What follows belongs to an exercise in optimizing a design on an open flow for small area, a short achievable clock period and few clock cycles per item; a production flow would make more cautious choices. RTL that was checked went through simulation tests only; none was proved equivalent to the original.

==> trial 60: inputs <==
## stripe_recover
module stripe_recover (
    input  wire         clk,
    input  wire         rst,
    input  wire         cfg_valid,
    output wire         cfg_ready,
    input  wire [4:0]   cfg_k,
    input  wire [1:0]   cfg_m,
    input  wire [18:0]  cfg_avail,
    input  wire         in_valid,
    output wire         in_ready,
    input  wire [151:0] in_data,
    output wire         out_valid,
    input  wire         out_ready,
    output wire         out_ok,
    output wire [127:0] out_data
);
    function [7:0] gf_mul;
        input [7:0] a;
        input [7:0] b;
        reg   [7:0] x, acc;
        integer     t;
        begin
            x   = a;
            acc = 8'h00;
            for (t = 0; t < 8; t = t + 1) begin
                if (b[t])
                    acc = acc ^ x;
                x = {x[6:0], 1'b0} ^ (x[7] ? 8'h1D : 8'h00);
            end
            gf_mul = acc;
        end
    endfunction
    function [7:0] gf_mulc;
        input [7:0] a;
        input integer e;
        reg   [7:0] x;
        integer     t;
        begin
            x = a;
            for (t = 0; t < e; t = t + 1)
                x = {x[6:0], 1'b0} ^ (x[7] ? 8'h1D : 8'h00);
            gf_mulc = x;
        end
    endfunction
    function [7:0] gf_zech;
        input [4:0] n;
        begin
            case (n)
            5'd0: gf_zech = 8'h00;
            5'd1: gf_zech = 8'h19;
            5'd2: gf_zech = 8'h32;
            5'd3: gf_zech = 8'hDF;
            5'd4: gf_zech = 8'h64;
            5'd5: gf_zech = 8'h8A;
            5'd6: gf_zech = 8'hBF;
            5'd7: gf_zech = 8'h70;
            5'd8: gf_zech = 8'hC8;
            5'd9: gf_zech = 8'h78;
            5'd10: gf_zech = 8'h15;
            5'd11: gf_zech = 8'hF5;
            5'd12: gf_zech = 8'h7F;
            5'd13: gf_zech = 8'h63;
            5'd14: gf_zech = 8'hE0;
            5'd15: gf_zech = 8'h21;
            5'd16: gf_zech = 8'h91;
            5'd17: gf_zech = 8'h44;
            5'd18: gf_zech = 8'hF0;
            5'd19: gf_zech = 8'h5C;
  ...
clock: 14.0 ns
lec_check: 0
cap_margin: 20
core_margin: 2
core_utilization: 40
slew_margin: 20
run.sh (not shown) runs the stock make flow with config.mk's settings and CLKGATE_MAP_FILE= SYNTH_SCRIPT=/design/flow/synth_recipe.tcl, a recipe that flattens the netlist after the stock synthesis.
==> build 21: changes against trial 60 <==
--- a/flow/design.v
+++ b/flow/design.v
@@ -471,58 +471,24 @@
             5'd31: kmask = 16'hFFFF;
             default: kmask = 16'hFFFF;
             endcase
         end
     endfunction
-    reg [15:0] f_pm, f_er;
-    reg [3:0]  f_pre [0:15];    
-    reg [3:0]  f_p0, f_p1, f_p2;
-    reg [3:0]  f_ne;
-    reg [2:0]  f_rp, f_nr;
-    reg        f_fail;
     reg [15:0] f_km;
-    integer    fc, fl;
+    reg [2:0]  f_rp;
     always @(*) begin
         f_km = kmask(cfg_k);
-        f_pm = cfg_avail[15:0] & f_km;
-        f_er = ~cfg_avail[15:0] & f_km;
-        for (fc = 0; fc < 16; fc = fc + 1)
-            f_pre[fc] = {3'b000, f_er[fc]};
-        for (fl = 1; fl < 16; fl = fl * 2)
-            for (fc = 15; fc >= 0; fc = fc - 1)
-                if (fc >= fl)
-                    f_pre[fc] = tadd(f_pre[fc], f_pre[fc - fl]);
-        f_p0 = 4'd0;
-        f_p1 = 4'd0;
-        f_p2 = 4'd0;
-        for (fc = 0; fc < 16; fc = fc + 1) begin
-            if (fc == 0) begin
-                if (f_er[0]) f_p0 = f_p0 | 4'd0;
-            end else begin
-                if (f_er[fc] && !f_pre[fc-1][0])
-                    f_p0 = f_p0 | fc[3:0];
-                if (f_er[fc] && f_pre[fc-1][0] && !f_pre[fc-1][1])
-                    f_p1 = f_p1 | fc[3:0];
-                if (f_er[fc] && f_pre[fc-1][1] && !f_pre[fc-1][2])
-                    f_p2 = f_p2 | fc[3:0];
-            end
-        end
-        f_ne = f_pre[15];
         f_rp[0] = (cfg_m != 2'd0) && cfg_avail[16];
         f_rp[1] = cfg_m[1] && cfg_avail[17];
         f_rp[2] = (cfg_m == 2'd3) && cfg_avail[18];
-        f_nr[0] = |f_rp;
-        f_nr[1] = (f_rp[0] & f_rp[1]) | (f_rp[0] & f_rp[2]) | (f_rp[1] & f_rp[2]);
-        f_nr[2] = &f_rp;
-        f_fail = (f_ne[0] & !f_nr[0]) | (f_ne[1] & !f_nr[1]) | (f_ne[2] & !f_nr[2]) | f_ne[3];
     end
     reg [15:0] q_pm;            
-    reg [3:0]  q_p0, q_p1, q_p2;    
-    reg [2:0]  q_ne;            
+    reg [15:0] q_er;            
     reg [2:0]  q_rp;            
-    reg        q_fail;
-    wire ld = !out_valid || out_ready;    
+    reg  v1, v2;                          
+    wire ld2 = !v2 || out_ready;          
+    wire ld  = !v1 || ld2;                
     reg  busy;                            
     assign cfg_ready = ld;
     assign in_ready  = ld && !busy;
     always @(posedge clk) begin
         if (rst)
@@ -530,32 +496,68 @@
         else
             busy <= cfg_valid && ld;
     end
     always @(posedge clk) begin
         if (cfg_valid && ld) begin
-            q_pm   <= f_pm;
-            q_p0   <= f_p0;
-            q_p1   <= f_p1;
-            q_p2   <= f_p2;
-            q_ne   <= f_ne[2:0];
-            q_rp   <= f_rp;
-            q_fail <= f_fail;
+            q_pm <= cfg_avail[15:0] & f_km;
+            q_er <= ~cfg_avail[15:0] & f_km;
+            q_rp <= f_rp;
         end
     end
+    reg [3:0]  g_pre [0:15];    
+    reg [3:0]  g_p0, g_p1, g_p2;
+    reg [3:0]  g_ne;
+    reg [2:0]  g_nr;
+    reg        g_fail;
+    integer    fc, fl;
+    always @(*) begin
+        for (fc = 0; fc < 16; fc = fc + 1)
+            g_pre[fc] = {3'b000, q_er[fc]};
+        for (fl = 1; fl < 16; fl = fl * 2)
+            for (fc = 15; fc >= 0; fc = fc - 1)
+                if (fc >= fl)
+                    g_pre[fc] = tadd(g_pre[fc], g_pre[fc - fl]);
+        g_p0 = 4'd0;
+        g_p1 = 4'd0;
+        g_p2 = 4'd0;
+        for (fc = 1; fc < 16; fc = fc + 1) begin
+            if (q_er[fc] && !g_pre[fc-1][0])
+                g_p0 = g_p0 | fc[3:0];
+            if (q_er[fc] && g_pre[fc-1][0] && !g_pre[fc-1][1])
+                g_p1 = g_p1 | fc[3:0];
+            if (q_er[fc] && g_pre[fc-1][1] && !g_pre[fc-1][2])
+                g_p2 = g_p2 | fc[3:0];
+        end
+        g_ne = g_pre[15];
+        g_nr[0] = |q_rp;
+        g_nr[1] = (q_rp[0] & q_rp[1]) | (q_rp[0] & q_rp[2]) | (q_rp[1] & q_rp[2]);
+        g_nr[2] = &q_rp;
+        g_fail = (g_ne[0] & !g_nr[0]) | (g_ne[1] & !g_nr[1]) | (g_ne[2] & !g_nr[2]) | g_ne[3];
+    end
+    reg [3:0]  q_p0, q_p1, q_p2;
+    reg [2:0]  q_ne;
+    reg        q_fail;
+    always @(posedge clk) begin
+        q_p0   <= g_p0;
+        q_p1   <= g_p1;
+        q_p2   <= g_p2;
+        q_ne   <= g_ne[2:0];
+        q_fail <= g_fail;
+    end
     wire [1:0] r0   = q_rp[0] ? 2'd0 : (q_rp[1] ? 2'd1 : 2'd2);
     wire [1:0] r1   = (q_rp[0] && q_rp[1]) ? 2'd1 : 2'd2;
     wire [1:0] dd   = (q_rp[0] && !q_rp[1]) ? 2'd2 : 2'd1;   
-    wire       e1   = q_ne[0] && !q_ne[1];
-    wire       e2   = q_ne[1] && !q_ne[2];
-    wire       e3   = q_ne[2];
+    wire       e1   = g_ne[0] && !g_ne[1];
+    wire       e2   = g_ne[1] && !g_ne[2];
+    wire       e3   = g_ne[2];
     wire       fail = q_fail;
-    wire [4:0] pa = {1'b0, q_p0};
-    wire [4:0] pb = {1'b0, q_p1};
-    wire [4:0] pc = {1'b0, q_p2};
-    wire [3:0] dba = q_p1 - q_p0;
-    wire [3:0] dca = q_p2 - q_p0;
-    wire [3:0] dcb = q_p2 - q_p1;
+    wire [4:0] pa = {1'b0, g_p0};
+    wire [4:0] pb = {1'b0, g_p1};
+    wire [4:0] pc = {1'b0, g_p2};
+    wire [3:0] dba = g_p1 - g_p0;
+    wire [3:0] dca = g_p2 - g_p0;
+    wire [3:0] dcb = g_p2 - g_p1;
     wire [7:0] z_ba = gf_zech((e2 && dd == 2'd2) ? {dba, 1'b0} : {1'b0, dba});
     wire [7:0] z_ca = e3 ? gf_zech({1'b0, dca}) : 8'h00;
     wire [7:0] z_cb = e3 ? gf_zech({1'b0, dcb}) : 8'h00;
     wire [4:0] sab  = pa + pb;
     wire [1:0] rs0  = e1 ? r0 : (e2 ? r1 : 2'd2);
@@ -617,11 +619,10 @@
         c_b11 <= b11;
         c_b12 <= b12;
         c_k0  <= gf_ipow(lk0);
         c_k1  <= gf_ipow(lk1);
     end
-    reg         v1;
     reg [127:0] md;             
     reg [7:0]   s0, s1, s2;     
     reg [127:0] f_md;
     reg [7:0]   f_s0, f_s1, f_s2;
     reg [7:0]   tq [0:15];
@@ -679,9 +680,21 @@
             f_out[oc*8 +: 8] = md[oc*8 +: 8] |
                                (x0 & {8{q_ne[0] && q_p0 == oc[3:0]}}) |
                                (x1 & {8{q_ne[1] && q_p1 == oc[3:0]}}) |
                                (x2 & {8{q_ne[2] && q_p2 == oc[3:0]}});
     end
-    assign out_valid = v1;
-    assign out_ok    = !fail;
-    assign out_data  = f_out;
+    reg [127:0] r_out;
+    reg         r_ok;
+    always @(posedge clk) begin
+        if (rst)
+            v2 <= 1'b0;
+        else if (ld2)
+            v2 <= v1;
+        if (ld2) begin
+            r_out <= f_out;
+            r_ok  <= !fail;
+        end
+    end
+    assign out_valid = v2;
+    assign out_ok    = r_ok;
+    assign out_data  = r_out;
 endmodule
==> flow/flow/run.sh (new file) <==
#!/bin/bash
set -euo pipefail
bash standard.sh SETUP_SLACK_MARGIN=8.0 finish > flow_make.log 2>&1
==> flow/standard.sh (new file) <==
#!/bin/bash
# synth_recipe.tcl (not shown) runs the flow's synth.tcl, then flattens the netlist and writes it again
# the make line also repeats each setting of config.mk as NAME=value (left out here)
make -C /OpenROAD-flow-scripts/flow DESIGN_CONFIG=/design/flow/config.mk WORK_HOME=/design/flow/orfs CLKGATE_MAP_FILE= SYNTH_SCRIPT=/design/flow/synth_recipe.tcl "${@:-finish}"
removed: flow/run.sh
==> build 13: changes against trial 60 <==
--- a/flow/design.v
+++ b/flow/design.v
@@ -518,11 +518,13 @@
     reg [15:0] q_pm;            
     reg [3:0]  q_p0, q_p1, q_p2;    
     reg [2:0]  q_ne;            
     reg [2:0]  q_rp;            
     reg        q_fail;
-    wire ld = !out_valid || out_ready;    
+    reg  v1, v2;                          
+    wire ld2 = !v2 || out_ready;          
+    wire ld  = !v1 || ld2;                
     reg  busy;                            
     assign cfg_ready = ld;
     assign in_ready  = ld && !busy;
     always @(posedge clk) begin
         if (rst)
@@ -617,11 +619,10 @@
         c_b11 <= b11;
         c_b12 <= b12;
         c_k0  <= gf_ipow(lk0);
         c_k1  <= gf_ipow(lk1);
     end
-    reg         v1;
     reg [127:0] md;             
     reg [7:0]   s0, s1, s2;     
     reg [127:0] f_md;
     reg [7:0]   f_s0, f_s1, f_s2;
     reg [7:0]   tq [0:15];
@@ -679,9 +680,21 @@
             f_out[oc*8 +: 8] = md[oc*8 +: 8] |
                                (x0 & {8{q_ne[0] && q_p0 == oc[3:0]}}) |
                                (x1 & {8{q_ne[1] && q_p1 == oc[3:0]}}) |
                                (x2 & {8{q_ne[2] && q_p2 == oc[3:0]}});
     end
-    assign out_valid = v1;
-    assign out_ok    = !fail;
-    assign out_data  = f_out;
+    reg [127:0] r_out;
+    reg         r_ok;
+    always @(posedge clk) begin
+        if (rst)
+            v2 <= 1'b0;
+        else if (ld2)
+            v2 <= v1;
+        if (ld2) begin
+            r_out <= f_out;
+            r_ok  <= !fail;
+        end
+    end
+    assign out_valid = v2;
+    assign out_ok    = r_ok;
+    assign out_data  = r_out;
 endmodule
==> build 50: changes against trial 60 <==
--- a/flow/design.v
+++ b/flow/design.v
@@ -518,11 +518,13 @@
     reg [15:0] q_pm;            
     reg [3:0]  q_p0, q_p1, q_p2;    
     reg [2:0]  q_ne;            
     reg [2:0]  q_rp;            
     reg        q_fail;
-    wire ld = !out_valid || out_ready;    
+    reg  v1, v2;                          
+    wire ld2 = !v2 || out_ready;          
+    wire ld  = !v1 || ld2;                
     reg  busy;                            
     assign cfg_ready = ld;
     assign in_ready  = ld && !busy;
     always @(posedge clk) begin
         if (rst)
@@ -617,11 +619,10 @@
         c_b11 <= b11;
         c_b12 <= b12;
         c_k0  <= gf_ipow(lk0);
         c_k1  <= gf_ipow(lk1);
     end
-    reg         v1;
     reg [127:0] md;             
     reg [7:0]   s0, s1, s2;     
     reg [127:0] f_md;
     reg [7:0]   f_s0, f_s1, f_s2;
     reg [7:0]   tq [0:15];
@@ -679,9 +680,21 @@
             f_out[oc*8 +: 8] = md[oc*8 +: 8] |
                                (x0 & {8{q_ne[0] && q_p0 == oc[3:0]}}) |
                                (x1 & {8{q_ne[1] && q_p1 == oc[3:0]}}) |
                                (x2 & {8{q_ne[2] && q_p2 == oc[3:0]}});
     end
-    assign out_valid = v1;
-    assign out_ok    = !fail;
-    assign out_data  = f_out;
+    reg [127:0] r_out;
+    reg         r_ok;
+    always @(posedge clk) begin
+        if (rst)
+            v2 <= 1'b0;
+        else if (ld2)
+            v2 <= v1;
+        if (ld2) begin
+            r_out <= f_out;
+            r_ok  <= !fail;
+        end
+    end
+    assign out_valid = v2;
+    assign out_ok    = r_ok;
+    assign out_data  = r_out;
 endmodule
==> flow/flow/run.sh (new file) <==
#!/bin/bash
set -euo pipefail
bash standard.sh SETUP_SLACK_MARGIN=7.5 finish > flow_make.log 2>&1
==> flow/standard.sh (new file) <==
#!/bin/bash
# synth_recipe.tcl (not shown) runs the flow's synth.tcl, then flattens the netlist and writes it again
# the make line also repeats each setting of config.mk as NAME=value (left out here)
make -C /OpenROAD-flow-scripts/flow DESIGN_CONFIG=/design/flow/config.mk WORK_HOME=/design/flow/orfs CLKGATE_MAP_FILE= SYNTH_SCRIPT=/design/flow/synth_recipe.tcl "${@:-finish}"
removed: flow/run.sh
==> flow_summary.ini <==
[status]
status = finished clean

[final_layout]
signal_buffers = 408

[hold_path]
hold_end = v1

[drt]
viasPerCell = 6.22

[synthesis]
synth_area_per_cell_um2 = 8.03
That was build 13.
==> flow_summary.ini <==
[status]
status = finished clean

[run]
maxCapViolCount = 0

[final_layout]
signal_buffers = 402

[drt]
viasPerCell = 6.31
That was trial 60.
==> flow_summary.ini <==
[hold_path]
hold_end = r_ok

[synthesis]
synth_area_per_cell_um2 = 8.03

[final_layout]
signal_buffers = 425
n_clock_buffer = 55

[clock_tree]
htree_num_levels = 2

[status]
status = finished clean
That was build 50.
==> flow_summary.ini <==
[status]
status = finished clean

[clock_tree]
cts_setup_buffers = 9

[place]
hpwl_um = 137000

[final_layout]
signal_buffers = 438

[synthesis]
synth_area_per_cell_um2 = 8.20

[hold_path]
hold_end = r_ok
That was build 21.
No run of this note included a check of the RTL's function; only the layout flow was run.


==> trial 19 <==
stripe_recover, a different RTL version from the one above (not shown whole).
==> flow/config.mk <==
export PLATFORM = sky130hd
export DESIGN_NAME = stripe_recover
export DESIGN_NICKNAME = stripe_recover
export VERILOG_FILES = /design/flow/design.v
export SDC_FILE = /design/flow/constraint.sdc
export NUM_CORES = 4
export LEC_CHECK = 0
export CAP_MARGIN = 20
export CORE_MARGIN = 2
export CORE_UTILIZATION = 40
export CTS_BUF_LIST = sky130_fd_sc_hd__clkbuf_8
export CTS_CLUSTER_DIAMETER = 60
export CTS_CLUSTER_SIZE = 14
export SLEW_MARGIN = 20
==> flow/constraint.sdc <==
create_clock -name core_clock -period 14.0 [get_ports {clk}]
set_input_delay 2.8000 -clock core_clock [delete_from_list [all_inputs] [get_ports {clk}]]
set_output_delay 2.8000 -clock core_clock [all_outputs]
set_load 0.01 [all_outputs]
standard.sh (not shown) runs the stock make flow with config.mk's settings and CLKGATE_MAP_FILE= SYNTH_SCRIPT=/design/flow/synth_recipe.tcl, a recipe that flattens the netlist after the stock synthesis.
==> flow/flow/run.sh <==
#!/bin/bash
set -euo pipefail
bash standard.sh SETUP_SLACK_MARGIN=8.0 "BUFFER_PORTS_ARGS=-buffer_cell sky130_fd_sc_hd__buf_1" finish > flow_make.log 2>&1
==> trial 55: changes against trial 19 <==
--- a/flow/design.v
+++ b/flow/design.v
@@ -126,54 +126,14 @@
             4'd13: gf_p16 = 8'h51;
             4'd14: gf_p16 = 8'h12;
             4'd15: gf_p16 = 8'h2C;
             default: gf_p16 = 8'h00;
             endcase
         end
     endfunction
-    function [7:0] gf_ipw;
-        input [4:0] n;
-        begin
-            case (n)
-            5'd0: gf_ipw = 8'h01;
-            5'd1: gf_ipw = 8'h8E;
-            5'd2: gf_ipw = 8'h47;
-            5'd3: gf_ipw = 8'hAD;
-            5'd4: gf_ipw = 8'hD8;
-            5'd5: gf_ipw = 8'h6C;
-            5'd6: gf_ipw = 8'h36;
-            5'd7: gf_ipw = 8'h1B;
-            5'd8: gf_ipw = 8'h83;
-            5'd9: gf_ipw = 8'hCF;
-            5'd10: gf_ipw = 8'hE9;
-            5'd11: gf_ipw = 8'hFA;
-            5'd12: gf_ipw = 8'h7D;
-            5'd13: gf_ipw = 8'hB0;
-            5'd14: gf_ipw = 8'h58;
-            5'd15: gf_ipw = 8'h2C;
-            5'd16: gf_ipw = 8'h16;
-            5'd17: gf_ipw = 8'h0B;
-            5'd18: gf_ipw = 8'h8B;
-            5'd19: gf_ipw = 8'hCB;
-            5'd20: gf_ipw = 8'hEB;
-            5'd21: gf_ipw = 8'hFB;
-            5'd22: gf_ipw = 8'hF3;
-            5'd23: gf_ipw = 8'hF7;
-            5'd24: gf_ipw = 8'hF5;
-            5'd25: gf_ipw = 8'hF4;
-            5'd26: gf_ipw = 8'h7A;
-            5'd27: gf_ipw = 8'h3D;
-            5'd28: gf_ipw = 8'h90;
-            5'd29: gf_ipw = 8'h48;
-            5'd30: gf_ipw = 8'h24;
-            5'd31: gf_ipw = 8'h12;
-            default: gf_ipw = 8'h00;
-            endcase
-        end
-    endfunction
     function [3:0] tadd;
         input [3:0] x;
         input [3:0] y;
         begin
             tadd[0] = x[0] | y[0];
             tadd[1] = x[1] | y[1] | (x[0] & y[0]);
             tadd[2] = x[2] | y[2] | (x[1] & y[0]) | (x[0] & y[1]);
@@ -265,97 +225,106 @@
             if (n[0]) x = gf_mulc(x, 1);
             if (n[1]) x = gf_mulc(x, 2);
             if (n[2]) x = gf_mulc(x, 4);
             if (n[3]) x = gf_mulc(x, 8);
             gf_alog = x;
         end
     endfunction
-    reg [15:0] f_km, f_er;
+    reg [15:0] f_km;
     reg [2:0]  f_rp;
-    reg [3:0]  f_pre [0:15];    
-    reg [3:0]  f_p0, f_p1, f_p2;
-    reg [3:0]  f_ne;
-    reg [2:0]  f_nr;
-    reg        f_fail;
-    integer    fc, fl;
     always @(*) begin
         f_km = kmask(cfg_k);
-        f_er = ~cfg_avail[15:0] & f_km;
         f_rp[0] = (cfg_m != 2'd0) && cfg_avail[16];
         f_rp[1] = cfg_m[1] && cfg_avail[17];
         f_rp[2] = (cfg_m == 2'd3) && cfg_avail[18];
-        for (fc = 0; fc < 16; fc = fc + 1)
-            f_pre[fc] = {3'b000, f_er[fc]};
-        for (fl = 1; fl < 16; fl = fl * 2)
-            for (fc = 15; fc >= 0; fc = fc - 1)
-                if (fc >= fl)
-                    f_pre[fc] = tadd(f_pre[fc], f_pre[fc - fl]);
-        f_p0 = 4'd0;
-        f_p1 = 4'd0;
-        f_p2 = 4'd0;
-        for (fc = 1; fc < 16; fc = fc + 1) begin
-            if (f_er[fc] && !f_pre[fc-1][0])
-                f_p0 = f_p0 | fc[3:0];
-            if (f_er[fc] && f_pre[fc-1][0] && !f_pre[fc-1][1])
-                f_p1 = f_p1 | fc[3:0];
-            if (f_er[fc] && f_pre[fc-1][1] && !f_pre[fc-1][2])
-                f_p2 = f_p2 | fc[3:0];
-        end
-        f_ne = f_pre[15];
-        f_nr[0] = |f_rp;
-        f_nr[1] = (f_rp[0] & f_rp[1]) | (f_rp[0] & f_rp[2]) | (f_rp[1] & f_rp[2]);
-        f_nr[2] = &f_rp;
-        f_fail = (f_ne[0] & !f_nr[0]) | (f_ne[1] & !f_nr[1]) | (f_ne[2] & !f_nr[2]) | f_ne[3];
     end
     reg [15:0] q_pm;            
-    reg [3:0]  q_p0, q_p1, q_p2;    
-    reg [2:0]  q_ne;            
+    reg [15:0] q_er;            
     reg [2:0]  q_rp;            
-    reg        q_fail;
     reg  v1, v2;                          
     wire ld2 = !v2 || out_ready;          
     wire ld  = !v1 || ld2;                
-    reg  busy;
-    wire n_busy = !rst && cfg_valid && ld && f_ne[1];
-    always @(posedge clk)
-        busy <= n_busy;
-    wire n_v1 = !rst && (ld ? (in_valid && !busy) : v1);
-    wire n_v2 = !rst && (ld2 ? v1 : v2);
+    reg  busy;                            
+    always @(posedge clk) begin
+        if (rst)
+            busy <= 1'b0;
+        else
+            busy <= cfg_valid && ld;
+    end
+    wire n_v1   = !rst && (ld ? (in_valid && !busy) : v1);
+    wire n_v2   = !rst && (ld2 ? v1 : v2);
+    wire n_busy = !rst && cfg_valid && ld;
     reg  r_nf, r_nb, r_nfb;
     always @(posedge clk) begin
         r_nf  <= !(n_v1 && n_v2);
         r_nb  <= !n_busy;
         r_nfb <= !(n_v1 && n_v2) && !n_busy;
     end
     assign cfg_ready = r_nf || out_ready;
     assign in_ready  = r_nfb || (out_ready && r_nb);
     always @(posedge clk) begin
         if (cfg_valid && ld) begin
-            q_pm   <= cfg_avail[15:0] & f_km;
-            q_p0   <= f_p0;
-            q_p1   <= f_p1;
-            q_p2   <= f_p2;
-            q_ne   <= f_ne[2:0];
-            q_rp   <= f_rp;
-            q_fail <= f_fail;
+            q_pm <= cfg_avail[15:0] & f_km;
+            q_er <= ~cfg_avail[15:0] & f_km;
+            q_rp <= f_rp;
         end
     end
+    reg [3:0]  g_pre [0:15];    
+    reg [3:0]  g_p0, g_p1, g_p2;
+    reg [3:0]  g_ne;
+    reg [2:0]  g_nr;
+    reg        g_fail;
+    integer    fc, fl;
+    always @(*) begin
+        for (fc = 0; fc < 16; fc = fc + 1)
+            g_pre[fc] = {3'b000, q_er[fc]};
+        for (fl = 1; fl < 16; fl = fl * 2)
+            for (fc = 15; fc >= 0; fc = fc - 1)
+                if (fc >= fl)
+                    g_pre[fc] = tadd(g_pre[fc], g_pre[fc - fl]);
+        g_p0 = 4'd0;
+        g_p1 = 4'd0;
+        g_p2 = 4'd0;
+        for (fc = 1; fc < 16; fc = fc + 1) begin
+            if (q_er[fc] && !g_pre[fc-1][0])
+                g_p0 = g_p0 | fc[3:0];
+            if (q_er[fc] && g_pre[fc-1][0] && !g_pre[fc-1][1])
+                g_p1 = g_p1 | fc[3:0];
+            if (q_er[fc] && g_pre[fc-1][1] && !g_pre[fc-1][2])
+                g_p2 = g_p2 | fc[3:0];
+        end
+        g_ne = g_pre[15];
+        g_nr[0] = |q_rp;
+        g_nr[1] = (q_rp[0] & q_rp[1]) | (q_rp[0] & q_rp[2]) | (q_rp[1] & q_rp[2]);
+        g_nr[2] = &q_rp;
+        g_fail = (g_ne[0] & !g_nr[0]) | (g_ne[1] & !g_nr[1]) | (g_ne[2] & !g_nr[2]) | g_ne[3];
+    end
+    reg [3:0]  q_p0, q_p1, q_p2;
+    reg [2:0]  q_ne;
+    reg        q_fail;
+    always @(posedge clk) begin
+        q_p0   <= g_p0;
+        q_p1   <= g_p1;
+        q_p2   <= g_p2;
+        q_ne   <= g_ne[2:0];
+        q_fail <= g_fail;
+    end
     wire [1:0] r0   = q_rp[0] ? 2'd0 : (q_rp[1] ? 2'd1 : 2'd2);
     wire [1:0] r1   = (q_rp[0] && q_rp[1]) ? 2'd1 : 2'd2;
     wire [1:0] dd   = (q_rp[0] && !q_rp[1]) ? 2'd2 : 2'd1;   
-    wire       e1   = q_ne[0] && !q_ne[1];
-    wire       e2   = q_ne[1] && !q_ne[2];
-    wire       e3   = q_ne[2];
+    wire       e1   = g_ne[0] && !g_ne[1];
+    wire       e2   = g_ne[1] && !g_ne[2];
+    wire       e3   = g_ne[2];
     wire       fail = q_fail;
-    wire [4:0] pa = {1'b0, q_p0};
-    wire [4:0] pb = {1'b0, q_p1};
-    wire [4:0] pc = {1'b0, q_p2};
-    wire [3:0] dba = q_p1 - q_p0;
-    wire [3:0] dca = q_p2 - q_p0;
-    wire [3:0] dcb = q_p2 - q_p1;
+    wire [4:0] pa = {1'b0, g_p0};
+    wire [4:0] pb = {1'b0, g_p1};
+    wire [4:0] pc = {1'b0, g_p2};
+    wire [3:0] dba = g_p1 - g_p0;
+    wire [3:0] dca = g_p2 - g_p0;
+    wire [3:0] dcb = g_p2 - g_p1;
     wire [7:0] z_u  = gf_zech(dba);
     wire [7:0] z_ba = (e2 && dd == 2'd2) ? {z_u[6:0], z_u[7]} : z_u;
     wire [7:0] z_ca = e3 ? gf_zech(dca) : 8'h00;
     wire [7:0] z_cb = e3 ? gf_zech(dcb) : 8'h00;
     wire [4:0] sab  = pa + pb;
     wire [1:0] rs0  = e1 ? r0 : (e2 ? r1 : 2'd2);
     wire [4:0] sm0  = (rs0 == 2'd0) ? 5'd0 : ((rs0 == 2'd1) ? pa : {pa[3:0], 1'b0});
@@ -375,17 +344,17 @@
     wire [4:0] da  = (dd == 2'd2) ? {pa[3:0], 1'b0} : pa;
     wire       on00 = (e1 && r0 == 2'd0) || (e2 && r0 == 2'd0) || e3;
     wire       on10 = (e2 && r0 == 2'd0) || e3;
     wire       on01 = (e1 && r0 == 2'd1) || (e2 && (r0 == 2'd1 || r1 == 2'd1)) || e3;
     wire       on11 = (e2 && (r0 == 2'd1 || r1 == 2'd1)) || e3;
     wire [4:0] x00  = e3 ? (pb + pc) : (e2 ? db : 5'd0);
     wire [4:0] x10  = e3 ? (pa + pc) : da;
-    wire [3:0] x01  = (e3 || (e2 && r0 == 2'd1)) ? q_p1 : 4'd0;
-    wire [3:0] x11  = (e3 || (e2 && r0 == 2'd1)) ? q_p0 : 4'd0;
-    wire [7:0] gcx  = e3 ? gf_pw({1'b0, q_p2}) : 8'h00;
+    wire [3:0] x01  = (e3 || (e2 && r0 == 2'd1)) ? g_p1 : 4'd0;
+    wire [3:0] x11  = (e3 || (e2 && r0 == 2'd1)) ? g_p0 : 4'd0;
+    wire [7:0] gcx  = e3 ? gf_pw({1'b0, g_p2}) : 8'h00;
     wire [7:0] b00  = on00 ? gf_pw(x00) : 8'h00;
     wire [7:0] b10  = on10 ? gf_pw(x10) : 8'h00;
     wire [7:0] b01  = on01 ? (gf_pw({1'b0, x01}) ^ gcx) : 8'h00;
     wire [7:0] b11  = on11 ? (gf_pw({1'b0, x11}) ^ gcx) : 8'h00;
     wire       b02  = (e1 && r0 == 2'd2) || (e2 && r1 == 2'd2) || e3;
     wire       b12  = (e2 && r1 == 2'd2) || e3;
     reg [7:0] c_b00, c_b01, c_b10, c_b11, c_k0, c_k1;
@@ -393,15 +362,15 @@
     always @(posedge clk) begin
         c_b00 <= b00;
         c_b01 <= b01;
         c_b02 <= b02;
         c_b10 <= b10;
         c_b11 <= b11;
         c_b12 <= b12;
-        c_k0  <= q_ne[1] ? gf_alog(~lk0) : gf_ipw(sm0);
+        c_k0  <= gf_alog(~lk0);
         c_k1  <= gf_alog(~lk1);
     end
     reg [127:0] md;             
     reg [7:0]   s0, s1, s2;     
     reg [127:0] f_md;
     reg [7:0]   f_s0, f_s1, f_s2;
     reg [7:0]   tq [0:15];
@@ -443,16 +412,16 @@
         if (ld) begin
             md <= f_md;
             s0 <= f_s0;
             s1 <= f_s1;
             s2 <= f_s2;
         end
     end
-    wire [7:0] t0 = gf_mul(s0, c_b00) ^ gf_mul(s1, c_b01) ^ (s2 & {8{c_b02}});
-    wire [7:0] t1 = gf_mul(s0, c_b10) ^ gf_mul(s1, c_b11) ^ (s2 & {8{c_b12}});
+    wire [7:0] t0 = gf_mul(c_b00, s0) ^ gf_mul(c_b01, s1) ^ (s2 & {8{c_b02}});
+    wire [7:0] t1 = gf_mul(c_b10, s0) ^ gf_mul(c_b11, s1) ^ (s2 & {8{c_b12}});
     wire [7:0] x0 = gf_mul(c_k0, t0);
     wire [7:0] x1 = gf_mul(c_k1, t1);
     wire [7:0] x2 = s0 ^ x0 ^ x1;
     reg [127:0] f_out;
     integer     oc;
     always @(*) begin
         for (oc = 0; oc < 16; oc = oc + 1)
CTS_CLUSTER_DIAMETER = default   (was 60)
CTS_CLUSTER_SIZE = default   (was 14)
==> qor summary <==
	trial 19	trial 55
Status	timing/DRC/antenna clean	timing/DRC/antenna clean
Area share of the largest cell type after synthesis	24.8%	24.5%
Crit share post-route	43.1%	43.2%
Placer congestion estimate	1.01	1.00
Buffer share of cell area	4.54%	4.49%
Post-synth cell types	105	100
Routed met2 length	67.6 mm	60.7 mm
Setup WS pre-CTS	7.35 ns	7.15 ns
Filler Cell Count	9,449	9,528
Count of multi-input combinational gates	3,566	3,675
Latest clock arrival within the worst-skew pair	0.75 ns	0.71 ns
Die width	313 µm	315 µm
Testbench counts of trial 19, summed over its fixed seeds: cycles 6,399, items 6,144.
No functional check of the RTL was part of trial 55.

afterwards: timing with drivers on the ports:
The flow's constraints put no driver on any port. The routed layouts listed below were extracted and timed again, unchanged, in two steps.
Step 1 (the two cells are an assumption about what drives the block):
set clk [get_ports {clk}]
set_driving_cell -lib_cell sky130_fd_sc_hd__clkbuf_16 $clk
set_driving_cell -lib_cell sky130_fd_sc_hd__buf_2 [delete_from_list [all_inputs] $clk]
Step 2 adds t to the input delays and takes it off the output delays; t is the mean of the earliest and latest rising clock arrival at the registers after step 1. Input paths then give back, and output paths get back, about the clock's delay inside the block.
Three values: ideal ports, drivers, drivers and shift; two values: the first two.
| run | shift t [ns] | slack for setup (ns) | hold WS [ns] | worst register clock-pin slew, ns |
|---|---|---|---|---|
| trial 60 | 0.653 | 4.103 / 4.033 / 4.686 | 0.526 / 0.526 / 0.526 | 0.07 / 0.07 |
| build 21 | 0.707 | 7.841 / 7.807 / 7.382 | 0.427 / 0.427 / 0.427 | 0.07 / 0.07 |
| build 13 | 0.674 | 6.031 / 6.076 / 5.401 | 0.526 / 0.526 / 0.526 | 0.07 / 0.07 |
| build 50 | 0.697 | 7.606 / 7.589 / 7.095 | 0.556 / 0.556 / 0.556 | 0.07 / 0.07 |
| trial 19 | 0.769 | 7.970 / 7.938 / 7.524 | 0.538 / 0.538 / 0.538 | 0.11 / 0.11 |
| trial 55 | 0.748 | 7.956 / 7.924 / 7.451 | 0.432 / 0.432 / 0.432 | 0.07 / 0.07 |
After both steps every run listed still meets setup and hold. For build 13, which loses most, drivers alone change the setup slack by +0.045 ns; drivers and shift together by -0.630 ns.
